From an optimization exercise on the open Yosys and OpenROAD flow, aimed at small area, a short achievable clock period and few clock cycles per item; shortcuts taken in it are not production practice. Where RTL was checked, it was by simulation tests only, not by an equivalence proof against the original. No activity file was given, so power comes from the tool's default toggle rates.

## qmx_unit
module qmx_unit (
    input  wire        clk,
    input  wire        rst_n,       
    input  wire        in_valid,
    output wire        in_ready,
    input  wire [31:0] in_data,     
    input  wire        in_act,      
    input  wire [3:0]  in_fmt,      
    input  wire        in_rz,       
    output wire        out_valid,
    input  wire        out_ready,
    output wire [31:0] out_word,    
    output wire        out_we       
);
    function gt9(input [8:0] a, input [8:0] b);
        reg [9:0] x, y, g, p;
        integer i, s;
        begin
            x = {1'b0, b};
            y = ~{1'b0, a};
            g = x & y;
            p = x ^ y;
            g[0] = g[0] | p[0];
            for (s = 1; s < 10; s = s * 2)
                for (i = 9; i >= s; i = i - 1) begin
                    g[i] = g[i] | (p[i] & g[i-s]);
                    p[i] = p[i] & p[i-s];
                end
            gt9 = (x[9] ^ y[9]) ^ g[8];         
        end
    endfunction
    reg  [4:0]  ph;                 
    reg  [4:0]  q;                  
    reg         in_rdy;             
    reg         d_v;                
    reg  [26:0] d_hi;               
    reg         d_lo;               
    wire [31:0] d_x = {d_hi, 4'd0, d_lo};
    reg         d_act;
    reg  [2:0]  w_f;                
    reg         w_rz;
    reg  [17:0] ring [0:31];
    reg         full;               
    reg  [4:0]  ol;                 
    reg         pend;               
    reg  [2:0]  i_f;  reg i_rz;  reg [8:0] i_mx;  reg i_nan, i_inf;    
  ...
For scale: roughly 1800 cells after synthesis, ~700 flip-flops.
export LEC_CHECK = 0
export ABC_AREA = 1
export CAP_MARGIN = 20
export CORE_MARGIN = 2
export CORE_UTILIZATION = 40
export CTS_CLUSTER_DIAMETER = 100
export CTS_CLUSTER_SIZE = 24
export SLEW_MARGIN = 20
create_clock -name core_clock -period 18.0 [get_ports {clk}]
standard.sh (not shown) runs the stock make flow with config.mk's settings and CLKGATE_MAP_FILE= SYNTH_SCRIPT=/design/flow/synth_recipe.tcl, a recipe that flattens the netlist after the stock synthesis.
==> flow/flow/run.sh <==
#!/bin/bash
set -euo pipefail
export BUFFER_PORTS_ARGS="-buffer_cell sky130_fd_sc_hd__buf_2"
export SETUP_SLACK_MARGIN=$(cat flow/setup_margin)
bash standard.sh > standard.log 2>&1
==> flow/flow/setup_margin <==
13.35
Rerun with:
==> flow/flow/setup_margin (replaced) <==
13.2
CTS_BUF_LIST = sky130_fd_sc_hd__clkbuf_8   (was not set)
CTS_CLUSTER_DIAMETER = 80   (was 100)
CTS_CLUSTER_SIZE = 16   (was 24)
The changed run finished clean.
Design area came out lower slightly.
First-iteration DRC count is higher by about a fifth.
Wire length barely changes.
Rerun with:
CTS_BUF_LIST = not set   (was sky130_fd_sc_hd__clkbuf_8)
CTS_CLUSTER_DIAMETER = 100   (was 80)
CTS_CLUSTER_SIZE = 24   (was 16)
Result: Utilization went up by 0.27 points. Wire length goes down by about 0.9%. Worst hold slack loses 0.0047 ns. Area after synthesis stays the same. Maximum frequency went up by 1.9%.
No functional check of the RTL was part of any run of this note.

---

Another version of the RTL of qmx_unit (not shown whole).
Size: about 1500 cells after synthesis, ~77 I/O pins, ~20000 sq um of cells after synthesis.
clock: 18.0 ns
lec_check: 0
abc_area: 1
cap_margin: 20
core_margin: 2
core_utilization: 40
cts_cluster_diameter: 100
cts_cluster_size: 24
slew_margin: 20
==> flow/flow/run.sh <==
#!/bin/bash
set -euo pipefail
rm -rf scripts_local
cp -r "$FLOW_HOME/scripts" scripts_local
cp flow/abc_area.script scripts_local/abc_area.script
export SCRIPTS_DIR="$PWD/scripts_local"
export BUFFER_PORTS_ARGS="-buffer_cell sky130_fd_sc_hd__buf_2"
export SETUP_SLACK_MARGIN=$(cat flow/setup_margin)
bash standard.sh > standard.log 2>&1
==> flow/flow/abc_area.script <==
strash
dc2
dch -f
amap
strash
dch -f
amap
topo
stime -c
buffer -c
upsize -c
dnsize -c
==> flow/flow/setup_margin <==
13.2
Testbench counts at the start, summed over its fixed seeds: cycles 33,040, blocks 1,024.
Edit:
==> flow/flow/abc_area.script (replaced) <==
strash
dc2
dch -f
amap
strash
dch -f
amap
What happened:
- worst setup slack gains 0.040 ns
- design area went up slightly
- fmax climbs slightly
- worst hold slack degrades by 0.0058 ns
- synthesized area is lower slightly
- synthesized cell count falls slightly
Edit:
==> flow/flow/run.sh (replaced) <==
#!/bin/bash
set -euo pipefail
export BUFFER_PORTS_ARGS="-buffer_cell sky130_fd_sc_hd__buf_2"
export SETUP_SLACK_MARGIN=$(cat flow/setup_margin)
bash standard.sh > standard.log 2>&1
CTS_CLUSTER_SIZE = 20   (was 24)
removed: flow/flow/abc_area.script
Result: The new run ran to the end with no violations; setup slack degrades by 0.043 ns; synthesized area is higher by 5.6%; critical path depth stays the same; power rises by about 3.7%; non-clock buffer count goes down by 37; design area goes up by about 2.5%; via count climbs by about 6%; utilization is lower by 1.9 points.
Edit:
CTS_CLUSTER_SIZE = 24   (was 20)
- cell area decreases slightly
- wire length drops slightly
- hold slack gets better by 0.018 ns
- count of clock-buffer cells in the layout goes down by 10
- sequential power is about the same
- flip-flop and latch count is unchanged
- synthesized cell count stays the same
- combinational power is about the same
- die area stays the same
- clock power goes down by a little under a tenth
Edit:
==> flow/flow/setup_margin (replaced) <==
13.3
Effect: Synthesized cell count stays the same. Worst setup slack degrades by 0.017 ns. Wire length rose by 0.51%. Die area is unchanged. Non-clock buffer count rose by 2. Global-route usage hardly moves.
Edit:
--- a/flow/flow/run.sh
+++ b/flow/flow/run.sh
@@ -2,0 +3,4 @@
+rm -rf scripts_local
+cp -r "$FLOW_HOME/scripts" scripts_local
+cp flow/abc_area.script scripts_local/abc_area.script
+export SCRIPTS_DIR="$PWD/scripts_local"
==> flow/flow/abc_area.script (new file) <==
strash
dc2
dch -f
amap
strash
dch -f
amap
topo
buffer -c
==> flow/flow/setup_margin (replaced) <==
13.2
The new run completed without violations.
Total power went down by 1.5%.
Critical path depth is unchanged.
Hold slack is about the same.
Maximum frequency went down by about 0.75%.

---

qmx_unit, a different RTL version from the one above (not shown whole).
Size in the first run: about 1900 cells after synthesis, about 700 flip-flops.
make LEC_CHECK=0 CAP_MARGIN=20 CORE_MARGIN=2 CORE_UTILIZATION=40 SLEW_MARGIN=20 finish   # period 18.0 ns
run.sh (not shown) runs the stock make flow with config.mk's settings and CLKGATE_MAP_FILE= SYNTH_SCRIPT=/design/flow/synth_recipe.tcl, a recipe that flattens the netlist after the stock synthesis.
Stock flow here: none of the scripts above is used.
The baseline went through all stages and came out clean.
Change:
==> flow/flow/run.sh (new file) <==
#!/bin/bash
set -euo pipefail
export BUFFER_PORTS_ARGS="-buffer_cell sky130_fd_sc_hd__buf_2"
export SETUP_SLACK_MARGIN=$(cat flow/setup_margin)
bash standard.sh > standard.log 2>&1
==> flow/flow/setup_margin (new file) <==
0
==> flow/standard.sh (new file) <==
#!/bin/bash
# synth_recipe.tcl (not shown) runs the flow's synth.tcl, then flattens the netlist and writes it again
# the make line also repeats each setting of config.mk as NAME=value (left out here)
make -C /OpenROAD-flow-scripts/flow DESIGN_CONFIG=/design/flow/config.mk WORK_HOME=/design/flow/orfs CLKGATE_MAP_FILE= SYNTH_SCRIPT=/design/flow/synth_recipe.tcl "${@:-finish}"
--- a/flow/config.mk
+++ b/flow/config.mk
@@ -9,3 +9,4 @@
 export CORE_MARGIN = 2
 export CORE_UTILIZATION = 40
+export CTS_BUF_LIST = sky130_fd_sc_hd__clkbuf_4
 export SLEW_MARGIN = 20
removed: flow/run.sh
After rerunning: The changed run went through all stages and came out clean. Cell area drops by about 1.3%. Count of clock-buffer cells in the layout climbs by 154. Hold slack got worse by 0.032 ns. Via count climbs by 2.7%. Flip-flop and latch count is unchanged. Power drops by about 3.4%. Wire length climbs by 0.88%.
Change:
--- a/flow/config.mk
+++ b/flow/config.mk
@@ -9,4 +9,3 @@
 export CORE_MARGIN = 2
 export CORE_UTILIZATION = 40
-export CTS_BUF_LIST = sky130_fd_sc_hd__clkbuf_4
 export SLEW_MARGIN = 20
What happened: Power increases by a few percent. Wire length decreases by a few percent. Worst setup slack gets better by 0.0066 ns. Maximum frequency hardly moves. Clock-buffer cell count decreases by 150. Cell count decreases by a few percent. Hold slack gets better by 0.024 ns. Die area does not change. Sequential share of layout area decreases by 0.32 points.
Change:
==> flow/flow/setup_margin (replaced) <==
12.5
Outcome:
- The new run finished with timing, DRC and antenna clean
- die area is unchanged
- hold slack barely changes
- non-clock buffer count goes up by 29
- global-route usage goes up by 0.14 points
- power goes up by 0.47%
- wire length goes up by 1.2%
- worst setup slack improved by 1.1 ns
Function was not checked in any run of this note: the RTL went through the layout flow alone.

---

## alpha
qmx_unit, a different RTL version from the one above (not shown whole).
For scale: ~1,900 cells after synthesis, ~710 flip-flops.
Settings: LEC_CHECK=0, ABC_AREA=1, CAP_MARGIN=20, CORE_MARGIN=2, CORE_UTILIZATION=40, CTS_CLUSTER_DIAMETER=120, CTS_CLUSTER_SIZE=28, SLEW_MARGIN=20; clock period 18.0 ns.
standard.sh (not shown) runs the stock make flow with config.mk's settings and CLKGATE_MAP_FILE= SYNTH_SCRIPT=/design/flow/synth_recipe.tcl, a recipe that flattens the netlist after the stock synthesis.
==> flow/flow/run.sh <==
#!/bin/bash
set -euo pipefail
export BUFFER_PORTS_ARGS="-buffer_cell sky130_fd_sc_hd__buf_2"
export SETUP_SLACK_MARGIN=$(cat flow/setup_margin)
bash standard.sh > standard.log 2>&1
==> flow/flow/setup_margin <==
13.2
alpha: flow completed, timing, DRC and antenna clean
Testbench counts of alpha, summed over its fixed seeds: cycles 33,040, blocks 1,024.
Input-level comparison between beta and alpha:
Settings: swapping 28 for 24 in CTS_CLUSTER_SIZE; swapping 120 for 100 in CTS_CLUSTER_DIAMETER.
Across beta and alpha, none had a timing, DRC or antenna violation.
Slack of the critical path: beta > alpha
beta vs alpha: cell count up
Measured against each other, beta and alpha differ in wire length, the higher figure coming from beta.
The run showing the smaller count of clock-buffer cells in the layout is alpha.
In beta, the via count came out 61 above the value in alpha.
The final reports for beta and alpha show utilization higher in the former.

---

## the reference run
qmx_unit, a different RTL version from the one above (not shown whole).
For scale: ~1800 cells after synthesis.
clock: 18.0 ns
lec_check: 0
abc_area: 1
cap_margin: 20
core_margin: 2
core_utilization: 40
cts_cluster_diameter: 100
cts_cluster_size: 24
slew_margin: 20
Scripts as last shown in full above: flow/flow/run.sh, flow/flow/setup_margin
Looking at the reports, the reference run completed the entire flow and the layout it produced met the timing, design-rule and antenna checks.
For the trial run, these inputs were changed with respect to the reference run:
- changing CORE_UTILIZATION from 40 to 60
- The flow did not stop early for the trial run: all stages ran, and the layout cleared the timing, design-rule and antenna checks.
- Area growth from synthesis to layout: higher on the reference run
- Delta (the trial run minus the reference run): number of antenna violations at the first check in global routing +1; cell area after layout -1.1%; count of routing violations after the opening detailed-route iteration -about 9%.
- Between the trial run and the reference run, it is the trial run whose total vias in the final route is lower, by 68.
- The trial run reports a higher multi-input logic portion of the cell area than the reference run does.
Function was not checked in any run of this note: the RTL went through the layout flow alone.

separate check: timing with driven ports:
How much do the figures lean on ideal ports? The routed layouts below were timed once more, with nothing changed but the port constraints.
Step 1 assumes that a clkbuf_16 drives the clock port and a buf_2 every other input.
Step 2, shift: input delay + t, output delay - t, t = (earliest + latest rising clock arrival at the registers) / 2. This alone moves slack from input paths to output paths.
Three values: no drivers, after step 1, after step 2; two values: the first two.
| run | t (ns) | slack for setup (ns) | worst data-port slew with drivers (ns) |
|---|---|---|---|
| the first run of note 1 | 0.604 | 13.298 / 13.246 / 12.885 | 0.04 |
| the second run of note 1 | 0.686 | 13.202 / 13.153 / 12.785 | 0.03 |
| the third run of note 1 | 0.601 | 13.292 / 13.241 / 12.797 | 0.03 |
| the first run of note 2 | 0.609 | 13.274 / 13.223 / 12.847 | 0.04 |
| the second run of note 2 | 0.610 | 13.314 / 13.258 / 12.838 | 0.04 |
| the third run of note 2 | 0.625 | 13.271 / 13.218 / 12.830 | 0.04 |
| the fourth run of note 2 | 0.605 | 13.316 / 13.264 / 12.841 | 0.04 |
| the fifth run of note 2 | 0.611 | 13.299 / 13.246 / 12.850 | 0.04 |
| the sixth run of note 2 | 0.610 | 13.264 / 13.207 / 12.799 | 0.03 |
| the first run of note 3 | 0.633 | 11.123 / 11.123 / 11.123 | 0.06 |
| the second run of note 3 | 0.975 | 11.686 / 11.686 / 11.686 | 0.04 |
| the third run of note 3 | 0.659 | 11.693 / 11.693 / 11.693 | 0.04 |
| the fourth run of note 3 | 0.658 | 12.748 / 12.748 / 12.268 | 0.04 |
| alpha | 0.643 | 13.255 / 13.202 / 12.735 | 0.04 |
| beta | 0.628 | 13.266 / 13.211 / 12.758 | 0.04 |
| the reference run | 0.617 | 13.312 / 13.257 / 12.729 | 0.04 |
| the trial run | 0.621 | 13.264 / 13.213 / 12.678 | 0.03 |
After both steps every run listed still meets setup and hold. The setup slack of the trial run, which loses most, moves by -0.051 ns with the drivers and by -0.586 ns with both steps.
